Source: an optimization exercise on an open RTL-to-GDS flow (aim: small area, a short achievable clock period and few clock cycles per item). Production flows keep margins and buffers that such runs may drop. In this exercise RTL edits were held to simulation tests only and were not proved equivalent to the original.

## cymal_xu
module cymal_xu (
    input             clk,
    input             rst,
    input             in_valid,
    output            in_ready,
    input      [31:0] in_insn,
    input      [31:0] in_a,
    input      [31:0] in_b,
    input      [31:0] in_c,
    output reg        out_valid,
    output reg  [1:0] out_cause,
    output reg        out_wr0,
    output reg        out_wr1,
    output reg [31:0] out_data0,
    output reg [31:0] out_data1
);
export LEC_CHECK = 0
export ABC_AREA = 1
export CAP_MARGIN = 20
export CORE_MARGIN = 2
export CORE_UTILIZATION = 45
export PLACE_DENSITY = 0.6
export SLEW_MARGIN = 20
export TNS_END_PERCENT = 10
create_clock -name core_clock -period 26.0 [get_ports {clk}]
standard.sh (not shown) runs the stock make flow with config.mk's settings and CLKGATE_MAP_FILE= SYNTH_SCRIPT=/design/flow/synth_recipe.tcl, a recipe that flattens the netlist after the stock synthesis.
==> flow/flow/run.sh <==
#!/bin/bash
# Standard layout, with the timing repair steps aiming for a clock period of
# about 6.5 ns instead of stopping once the 26 ns constraint is met.
set -euo pipefail
bash standard.sh SETUP_SLACK_MARGIN=19.5 finish > standard_flow.log 2>&1
Testbench counts at the start, summed over its fixed seeds: cycles 85,275, insns 80,000.
Next try:
--- a/flow/design.v
+++ b/flow/design.v
@@ -106,18 +106,19 @@
     reg   [5:0] s1_op;
     reg         s1_xa, s1_xb;
     reg   [6:0] s1_ys;
     reg         s1_mul, s1_div;
     reg         s1_mulh, s1_muli;    
     reg         s1_divs;             
     reg   [7:0] s1_bone, s1_btwo, s1_bneg;    
     assign in_ready = rdy;
     wire accept = in_valid & rdy;
+    wire in_mulh = !in_insn[31] && in_insn[30:25] == 6'h00 && in_insn[5:0] == O_MULH;
     wire [16:0] in_mbx = {(!in_insn[31] && in_insn[30:25] == 6'h0F) ? {in_insn[14], in_insn[14:0]} : in_b[15:0], 1'b0};
     integer bj;
     wire        is_short = s1_i[31];
     wire  [5:0] op       = s1_i[30:25];
     wire  [5:0] fn       = s1_i[5:0];
     wire  [4:0] sop      = s1_i[14:10];
     reg  [1:0] d_cause;
     always @* begin
         d_cause = C_OK;
@@ -344,51 +345,51 @@
                 alu_r = log_r;
         endcase
     end
     reg         e2_v;
     reg   [1:0] e2_cause;
     reg         e2_wr0, e2_wr1;
     reg  [31:0] e2_res;      
     reg         e2_mul;      
     reg         e2_mlo;      
-    reg  [32:0] e2_ma;       
-    reg   [8:0] e2_one, e2_two, e2_neg;    
+    reg  [32:0] t_a;         
+    reg   [8:0] t_one, t_two, t_neg;       
+    reg  [32:0] t_acc;       
     reg         e2_mp;       
-    reg  [16:0] e2_p1h;      
     wire [31:0] my     = s1_muli ? {{17{imm15[14]}}, imm15} : s1_b;
     wire [32:0] ma1    = {s1_mulh & s1_a[31], s1_a};
     wire [33:0] mb1    = {{2{s1_mulh & my[31]}}, my};
     wire        mpass  = e2_mp;
-    wire [32:0] ma     = mpass ? e2_ma : ma1;
+    wire [32:0] ma     = t_a;
     function [2:0] booth(input [2:0] t);
         booth = {t[1] ^ t[0], (t[2] & ~t[1] & ~t[0]) | (~t[2] & t[1] & t[0]), t[2]};
     endfunction
     reg   [8:0] d1_one, d1_two, d1_neg;      
     reg   [8:0] d2_one, d2_two, d2_neg;      
     reg  [314:0] pp;
     reg    [8:0] pneg;
     reg          b_one, b_two;
     integer j;
     always @* begin
         for (j = 0; j < 9; j = j + 1) begin
             {d1_one[j], d1_two[j], d1_neg[j]} = (j == 8) ? 3'b000 : {s1_bone[j], s1_btwo[j], s1_bneg[j]};
             {d2_one[j], d2_two[j], d2_neg[j]} = booth(mb1[15 + 2*j +: 3]);
         end
         for (j = 0; j < 9; j = j + 1) begin
-            b_one   = mpass ? e2_one[j] : d1_one[j];
-            b_two   = mpass ? e2_two[j] : d1_two[j];
-            pneg[j] = mpass ? e2_neg[j] : d1_neg[j];
+            b_one   = t_one[j];
+            b_two   = t_two[j];
+            pneg[j] = t_neg[j];
             pp[35*j +: 35] = ({35{b_one}} & {ma[32], ma[32], ma} | {35{b_two}} & {ma[32], ma, 1'b0}) ^
                              {35{pneg[j]}};
             pp[35*j + 34]  = ~pp[35*j + 34];
         end
     end
-    wire [49:0] macc_in = mpass ? {{17{e2_p1h[16]}}, e2_p1h, e2_res[31:16]} : 50'd0;
+    wire [49:0] macc_in = {{17{t_acc[32]}}, t_acc};
     wire [49:0] mres;
     wire mt1 = pp[14] ^ pp[47];
     wire mt2 = pp[14] & pp[47];
     wire mt3 = pp[15] ^ pp[48];
     wire mt4 = pp[15] & pp[48];
     wire mt5 = pp[16] ^ pp[49] ^ pp[82];
     wire mt6 = (pp[16] & pp[49]) | (pp[16] & pp[82]) | (pp[49] & pp[82]);
     wire mt7 = pp[115] ^ pp[148];
     wire mt8 = pp[115] & pp[148];
@@ -1148,23 +1149,39 @@
                 {s1_bone[bj], s1_btwo[bj], s1_bneg[bj]} <= booth(in_mbx[2*bj +: 3]);
         end
     end
     always @(posedge clk) begin
         e2_cause <= d_cause;
         e2_wr0   <= d_ok && (d_op != O_NOP);
         e2_wr1   <= e1_div;
         e2_mul   <= s1_mul;
         e2_mlo   <= (d_op == O_MUL);
-        e2_ma    <= e1_div ? {1'b0, s1_a} : ma1;     
-        e2_one   <= d2_one;
-        e2_two   <= d2_two;
-        e2_neg   <= d2_neg;
-        e2_p1h   <= mres[48:32];
+    end
+    always @(posedge clk) begin
+        if (e1_go && s1_mul) begin
+            t_a   <= ma1;
+            t_one <= d2_one;
+            t_two <= d2_two;
+            t_neg <= d2_neg;
+            t_acc <= mres[48:16];
+        end else if (s1_v && s1_mul) begin
+            t_a   <= ma1;
+            t_one <= d1_one;
+            t_two <= d1_two;
+            t_neg <= d1_neg;
+            t_acc <= 33'd0;
+        end else begin
+            t_a   <= {in_mulh & in_a[31], in_a};
+            for (bj = 0; bj < 8; bj = bj + 1)
+                {t_one[bj], t_two[bj], t_neg[bj]} <= booth(in_mbx[2*bj +: 3]);
+            {t_one[8], t_two[8], t_neg[8]} <= 3'b000;
+            t_acc <= 33'd0;
+        end
         e2_res   <= s1_mul ? mres[31:0] : e1_div ? {32{dv_yz}} : alu_r;
     end
     always @(posedge clk) begin
         if (busy) begin
             dv_cnt   <= dv_cnt - 4'd1;
             dv_d     <= {2'b0, dv_d[32:2]};
             dv_first <= 1'b0;
             dv_nph   <= (dv_cnt == 4'd0);
         end else begin
@@ -1183,13 +1200,13 @@
             out_wr1   <= 1'b1;
             out_data0 <= dv_nph ? q_fin[31:0] : q_next;
             out_data1 <= dv_nph ? r_fin[31:0] : r_next;
         end else begin
             out_cause <= e2_cause;
             out_wr0   <= e2_wr0;
             out_wr1   <= e2_wr1;
             out_data0 <= !e2_mul ? e2_res :
                          e2_mlo  ? {mres[15:0], e2_res[15:0]} : mres[47:16];
-            out_data1 <= e1_div ? x_mag : e2_ma[31:0];
+            if (e1_div) out_data1 <= dv_none ? s1_a : x_mag;
         end
     end
 endmodule
- final cell count hardly moves
- maximum frequency drops by 2.1%
- worst setup slack got worse by 0.14 ns
- register-to-register slack got worse by 0.14 ns
- die area went up by about 1.4%
- non-clock buffer count is lower by 138
- sequential cell count climbs by 16
- global-route usage is lower by 1.8 points
- count of clock-buffer cells in the layout stays the same
Testbench counts after the change, summed over its fixed seeds: cycles 85,275, insns 80,000.

* * *

cymal_xu, a different RTL version from the one above (not shown whole).
Size: about 360 flip-flops, roughly 57000 sq um of cells after synthesis.
==> flow/config.mk <==
export PLATFORM = sky130hd
export DESIGN_NAME = cymal_xu
export DESIGN_NICKNAME = cymal_xu
export VERILOG_FILES = /design/flow/design.v
export SDC_FILE = /design/flow/constraint.sdc
export NUM_CORES = 4
export LEC_CHECK = 0
export ABC_AREA = 1
export CAP_MARGIN = 20
export CORE_MARGIN = 2
export CORE_UTILIZATION = 45
export PLACE_DENSITY = 0.6
export SLEW_MARGIN = 20
export TNS_END_PERCENT = 10
==> flow/constraint.sdc <==
create_clock -name core_clock -period 26.0 [get_ports {clk}]
set_input_delay 5.2000 -clock core_clock [delete_from_list [all_inputs] [get_ports {clk}]]
set_output_delay 5.2000 -clock core_clock [all_outputs]
set_load 0.01 [all_outputs]
Scripts as last shown in full above: flow/flow/run.sh
Testbench counts at the start, summed over its fixed seeds: cycles 85,275, insns 80,000.
Rerun with:
--- a/flow/design.v
+++ b/flow/design.v
@@ -103,18 +103,19 @@
     reg         s1_v;
     reg  [31:0] s1_i, s1_a, s1_b;
     reg         s1_cnz;
     reg   [5:0] s1_op;
     reg         s1_xa, s1_xb;
     reg   [6:0] s1_ys;
     reg         s1_mul, s1_div;
     reg         s1_mulh, s1_muli;    
     reg         s1_divs;             
+    reg   [7:0] s1_bone, s1_btwo, s1_bneg;    
     assign in_ready = rdy;
     wire accept = in_valid & rdy;
     wire in_mulh = !in_insn[31] && in_insn[30:25] == 6'h00 && in_insn[5:0] == O_MULH;
     wire [16:0] in_mbx = {(!in_insn[31] && in_insn[30:25] == 6'h0F) ? {in_insn[14], in_insn[14:0]} : in_b[15:0], 1'b0};
     integer bj;
     wire        is_short = s1_i[31];
     wire  [5:0] op       = s1_i[30:25];
     wire  [5:0] fn       = s1_i[5:0];
     wire  [4:0] sop      = s1_i[14:10];
@@ -356,28 +357,27 @@
     reg         e2_mp;       
     wire [31:0] my     = s1_muli ? {{17{imm15[14]}}, imm15} : s1_b;
     wire [32:0] ma1    = {s1_mulh & s1_a[31], s1_a};
     wire [33:0] mb1    = {{2{s1_mulh & my[31]}}, my};
     wire        mpass  = e2_mp;
     wire [32:0] ma     = t_a;
     function [2:0] booth(input [2:0] t);
         booth = {t[1] ^ t[0], (t[2] & ~t[1] & ~t[0]) | (~t[2] & t[1] & t[0]), t[2]};
     endfunction
-    wire [16:0] mbx0 = {mb1[15:0], 1'b0};
     reg   [8:0] d1_one, d1_two, d1_neg;      
     reg   [8:0] d2_one, d2_two, d2_neg;      
     reg  [314:0] pp;
     reg    [8:0] pneg;
     reg          b_one, b_two;
     integer j;
     always @* begin
         for (j = 0; j < 9; j = j + 1) begin
-            {d1_one[j], d1_two[j], d1_neg[j]} = (j == 8) ? 3'b000 : booth(mbx0[2*j +: 3]);
+            {d1_one[j], d1_two[j], d1_neg[j]} = (j == 8) ? 3'b000 : {s1_bone[j], s1_btwo[j], s1_bneg[j]};
             {d2_one[j], d2_two[j], d2_neg[j]} = booth(mb1[15 + 2*j +: 3]);
         end
         for (j = 0; j < 9; j = j + 1) begin
             b_one   = t_one[j];
             b_two   = t_two[j];
             pneg[j] = t_neg[j];
             pp[35*j +: 35] = ({35{b_one}} & {ma[32], ma[32], ma} | {35{b_two}} & {ma[32], ma, 1'b0}) ^
                              {35{pneg[j]}};
             pp[35*j + 34]  = ~pp[35*j + 34];
@@ -1139,18 +1139,20 @@
             s1_op  <= i_op;
             s1_xa  <= i_xa;
             s1_xb  <= i_xb;
             s1_ys  <= i_ys;
             s1_mul <= i_mul;
             s1_div <= i_div;
             s1_mulh <= !in_insn[31] && in_insn[30:25] == 6'h00 && in_insn[5:0] == O_MULH;
             s1_muli <= !in_insn[31] && in_insn[30:25] == 6'h0F;
             s1_divs <= !in_insn[31] && in_insn[30:25] == 6'h00 && in_insn[5:0] == O_DIVS;
+            for (bj = 0; bj < 8; bj = bj + 1)
+                {s1_bone[bj], s1_btwo[bj], s1_bneg[bj]} <= booth(in_mbx[2*bj +: 3]);
         end
     end
     always @(posedge clk) begin
         e2_cause <= d_cause;
         e2_wr0   <= d_ok && (d_op != O_NOP);
         e2_wr1   <= e1_div;
         e2_mul   <= s1_mul;
         e2_mlo   <= (d_op == O_MUL);
     end
Result: Non-clock buffer count goes up by 49; die area stays flat; maximum frequency stays flat; register-to-register slack is worse by 0.10 ns; clock-buffer cell count went up by 5; first-iteration DRC count goes down by 13%; design area climbs by 0.87%.
Testbench counts after the change, summed over its fixed seeds: cycles 85,275, insns 80,000.

what the ideal ports hide:
No port has a modelled driver above. Below, the same layouts with a new extraction and two added sets of constraints. Step 1, drivers: a clkbuf_16 drives clk and a buf_2 each remaining input, both assumed. Step 2 times the ports against the registers' clock, not the clock port: input delays grow and output delays shrink by t, the midpoint of the rising clock arrivals with the driver on. a / b / c = ideal / step 1 / step 2; a / b = the first two.
| run | shift t [ns] | setup slack, ns | worst setup path after step 2 |
|---|---|---|---|
| the first run of note 1 | 0.745 | 19.228 / 19.228 / 18.538 | input to register |
| the second run of note 1 | 0.678 | 19.086 / 19.086 / 18.512 | input to register |
| the first run of note 2 | 0.740 | 19.052 / 19.095 / 18.355 | input to register |
| the second run of note 2 | 0.706 | 19.056 / 19.056 / 18.557 | input to register |
After both steps setup and hold are still met in every run listed. For the first run of note 2, which loses most, drivers alone change the setup slack by +0.043 ns; drivers and shift together by -0.697 ns.
